Context: an optimization exercise on an open-source flow, tuned for small area, a short achievable clock period and few clock cycles per item. The choices shown serve that exercise and are no tape-out recipe. Power and IR drop assume default switching activity.

== rev 12 ==
Design rec_check, start of the top module:
module rec_check (
    input  wire         clk,
    input  wire         rst,           
    input  wire         in_valid,
    output wire         in_ready,
    input  wire [31:0]  in_data,
    output reg          out_valid,
    input  wire         out_ready,
    output wire [7:0]   out_status,
    output wire [31:0]  out_detail,
    output reg  [15:0]  out_seq,
    output reg  [9:0]   out_chan,
    output reg  [5:0]   out_act,
    input  wire         seqchk,        
    input  wire         expseq_wr,     
    input  wire [15:0]  expseq_din,
    input  wire [15:0]  shim_en,       
    input  wire [15:0]  shim_hard,     
    input  wire [15:0]  shim_soft,     
    input  wire [15:0]  shim_time,     
    input  wire [15:0]  shim_angle,    
    input  wire [15:0]  shim_pos,      
    input  wire [127:0] sincos
);
For scale: about 1100 cells after synthesis, roughly 130 flip-flops, about 350 I/O pins, about 11000 um2 of cells after synthesis.
export LEC_CHECK = 0
export CAP_MARGIN = 20
export CORE_MARGIN = 2
export CORE_UTILIZATION = 40
export SLEW_MARGIN = 20
create_clock -name core_clock -period 6.0 [get_ports {clk}]
standard.sh (not shown) runs the stock make flow with config.mk's settings and CLKGATE_MAP_FILE= SYNTH_SCRIPT=/design/flow/synth_recipe.tcl, a recipe that flattens the netlist after the stock synthesis.
==> flow/flow/run.sh <==
#!/bin/bash
set -euo pipefail
export BUFFER_PORTS_ARGS="-buffer_cell sky130_fd_sc_hd__buf_1"
bash standard.sh > standard.log 2>&1
> inputs changed (rev 12 -> rev 13)
--- a/flow/design.v
+++ b/flow/design.v
@@ -20,12 +20,13 @@
     input  wire [15:0]  shim_time,     
     input  wire [15:0]  shim_angle,    
     input  wire [15:0]  shim_pos,      
     input  wire [127:0] sincos
 );
     reg  [2:0]  wcnt;
+    reg         first;         
     reg  [31:0] crc;           
     reg  [31:0] prev;          
     reg  [15:0] expseq;
     reg  [1:0]  cls, dom;
     reg         sc;            
     reg         bad2;          
@@ -41,13 +42,13 @@
     wire w4 = (wcnt == 3'd4);
     wire w5 = (wcnt == 3'd5);
     wire w6 = (wcnt == 3'd6);
     wire w7 = (wcnt == 3'd7);
     wire [31:0] d = in_data;
     wire        dnz = (d != 32'd0);
-    wire [31:0] crc_x = d ^ (crc | {32{w0}});
+    wire [31:0] crc_x = d ^ (crc | {32{first}});
     wire [31:0] x = crc_x;
     wire [31:0] fx;
     wire cx32 = x[6] ^ x[15];
     wire cx33 = x[0] ^ x[23];
     wire cx34 = x[1] ^ x[20];
     wire cx35 = x[2] ^ x[25];
@@ -302,47 +303,46 @@
     wire [7:0] src_i = d[23:16];
     wire chk0 = (d[31:28] != 4'd1) || (cls_i == 2'b11) || (dom_i == 2'b11) ||
                 (dom_i == 2'b00 && src_i != 8'd0) ||
                 (dom_i == 2'b01 && src_i[7:4] != 4'd0) ||
                 (dom_i == 2'b10 && src_i[7]);
     wire [5:0] act_i = d[21:16];
-    wire hs   = !cls[0];                        
-    wire tdom = (dom == 2'b00);
-    wire [3:0] sn = act_i[3:0];
+    wire chk1 = (d[15:5] != 11'd0) || (d[1:0] == 2'b11) ||
+                (d[1:0] != 2'b00 && dom != 2'b10);
+    wire [5:0] act = out_act;
+    wire hs    = !cls[0];                       
+    wire tdom  = (dom == 2'b00);
+    wire a3f   = (act == 6'h3F);
+    wire a45   = (act[5:1] == 5'b00010);
+    wire a45x  = a45 && !tdom;                  
+    wire a06   = (act == 6'h06);
+    wire a07   = (act == 6'h07);
+    wire a08   = (act == 6'h08);
+    wire shim  = (act[5:4] == 2'b10);
+    wire p0    = (act[5:2] == 4'd0) || (act == 6'h09);    
+    wire win   = (cls == 2'b01);
     wire [15:0] shim_v = shim_en &
                          ((cls[1] ? shim_soft : shim_hard)) &
                          (dom[1] ? shim_pos : (dom[0] ? shim_angle : shim_time));
-    wire shim_ok = shim_v[sn];
+    wire shim_ok = shim_v[act[3:0]];
     reg shape_ok;
     always @(*) begin
-        case (act_i)
+        case (act)
             6'h01, 6'h02, 6'h03, 6'h06, 6'h07: shape_ok = 1'b1;
             6'h04, 6'h05: shape_ok = tdom || hs;
             6'h08: shape_ok = hs && !tdom;
             6'h09: shape_ok = hs;
             6'h20, 6'h21, 6'h22, 6'h23, 6'h24, 6'h25, 6'h26, 6'h27,
             6'h28, 6'h29, 6'h2A, 6'h2B, 6'h2C, 6'h2D, 6'h2E, 6'h2F:
                 shape_ok = shim_ok;
             6'h3F: shape_ok = tdom && cls == 2'b10;
             default: shape_ok = 1'b0;
         endcase
     end
-    wire win_bad = (cls == 2'b01) && (!tdom || act_i == 6'd0 || act_i > 6'h07);
-    wire chk1 = (d[15:5] != 11'd0) || (d[1:0] == 2'b11) ||
-                (d[1:0] != 2'b00 && dom != 2'b10) || !shape_ok || win_bad;
-    wire [5:0] act = out_act;
-    wire a3f   = (act == 6'h3F);
-    wire a45   = (act[5:1] == 5'b00010);
-    wire a45x  = a45 && !tdom;                  
-    wire a06   = (act == 6'h06);
-    wire a07   = (act == 6'h07);
-    wire a08   = (act == 6'h08);
-    wire shim  = (act[5:4] == 2'b10);
-    wire p0    = (act[5:2] == 4'd0) || (act == 6'h09);    
-    wire win   = (cls == 2'b01);
-    wire chk2 = a3f && dnz;
+    wire win_bad = win && (!tdom || act == 6'd0 || act > 6'h07);
+    wire chk2 = (a3f && dnz) || !shape_ok || win_bad;
     wire chk3 = (dom == 2'b01 && dnz) || (dom == 2'b10 && d[31:12] != 20'd0) || (a3f && dnz);
     wire chk4 = dnz && !win && !(a08 || a45x || shim);
     wire chk5 = dnz && !(a45x || a06 || shim);
     wire chk6 = (p0 && dnz) ||
                 (a06 && (d[1:0] == 2'b00 || d[31:2] != 30'd0)) ||
                 (a07 && d[31:6] != 26'd0);
@@ -387,17 +387,19 @@
     assign out_detail[15:5]  = crcbad ? ~crc[15:5] : (sel_seq ? expseq[15:5] : 11'd0);
     assign out_detail[4:2]   = crcbad ? ~crc[4:2] : (sel_seq ? expseq[4:2] : (st_bnd ? off : 3'd0));
     assign out_detail[1:0]   = crcbad ? ~crc[1:0] : (sel_seq ? expseq[1:0] : 2'd0);
     always @(posedge clk) begin
         if (rst) begin
             wcnt      <= 3'd0;
+            first     <= 1'b1;
             out_valid <= 1'b0;
             expseq    <= 16'd0;
         end else begin
             if (take) begin
-                wcnt <= wcnt + 3'd1;
+                wcnt  <= wcnt + 3'd1;
+                first <= w7;
                 if (w7)
                     out_valid <= 1'b1;
             end
             if (out_valid && out_ready) begin
                 if (!take || !w7)
                     out_valid <= 1'b0;
Findings:
- [compare] base=rev 12 new=rev 13: die footprint went up 1.8%; initial antenna violation count went down 1; max-slew headroom at the worst pin went down 1.7 points; power share of the clock group went up 2.3 points; area of the mapped netlist went up about 1.9%.
- Sort rev 13 and rev 12 by number of inserted diodes desc -> top: rev 12
- Final area deteriorates in rev 13 relative to rev 12.
- Count of nets after finishing (rev 13 over rev 12): increase, 13
- As far as number of gates resized after cts goes, rev 12 and rev 13 are indistinguishable; the numbers are identical.
- Comparing count of cell instances traversed by the critical path for rev 13 and rev 12, the smaller number came from rev 13.
- Looking at rev 13 and rev 12, the utilization is a wash.
- Summary of rev 13 over rev 12: post-synthesis compound-gate area fraction climbed 0.35 points; length in cells of the worst reg-to-reg path dropped 1; final cell count climbed 12.
Function was not checked in any run of this note: the RTL went through the layout flow alone.

-- static timing again, ports no longer ideal --
In the flow no input, the clock included, has a driving cell. The finished layouts below were timed again as built, in two steps.
Step 1 assumes that a clkbuf_16 drives the clock port and a buf_2 every other input.
Step 2, shift: input delay + t, output delay - t, t = (earliest + latest rising clock arrival at the registers) / 2. This alone moves slack from input paths to output paths.
Three values: ideal, step 1, step 2; two values: the first two.
run | t (ns) | setup WS [ns] | worst slew at a driven data input, ns
rev 12 | 0.472 | 2.054 / 2.054 / 1.793 | 0.09
rev 13 | 0.483 | 2.304 / 2.327 / 1.843 | 0.06
After both steps setup and hold are still met in every run listed. For rev 13, which loses most, drivers alone change the setup slack by +0.023 ns; drivers and shift together by -0.461 ns.
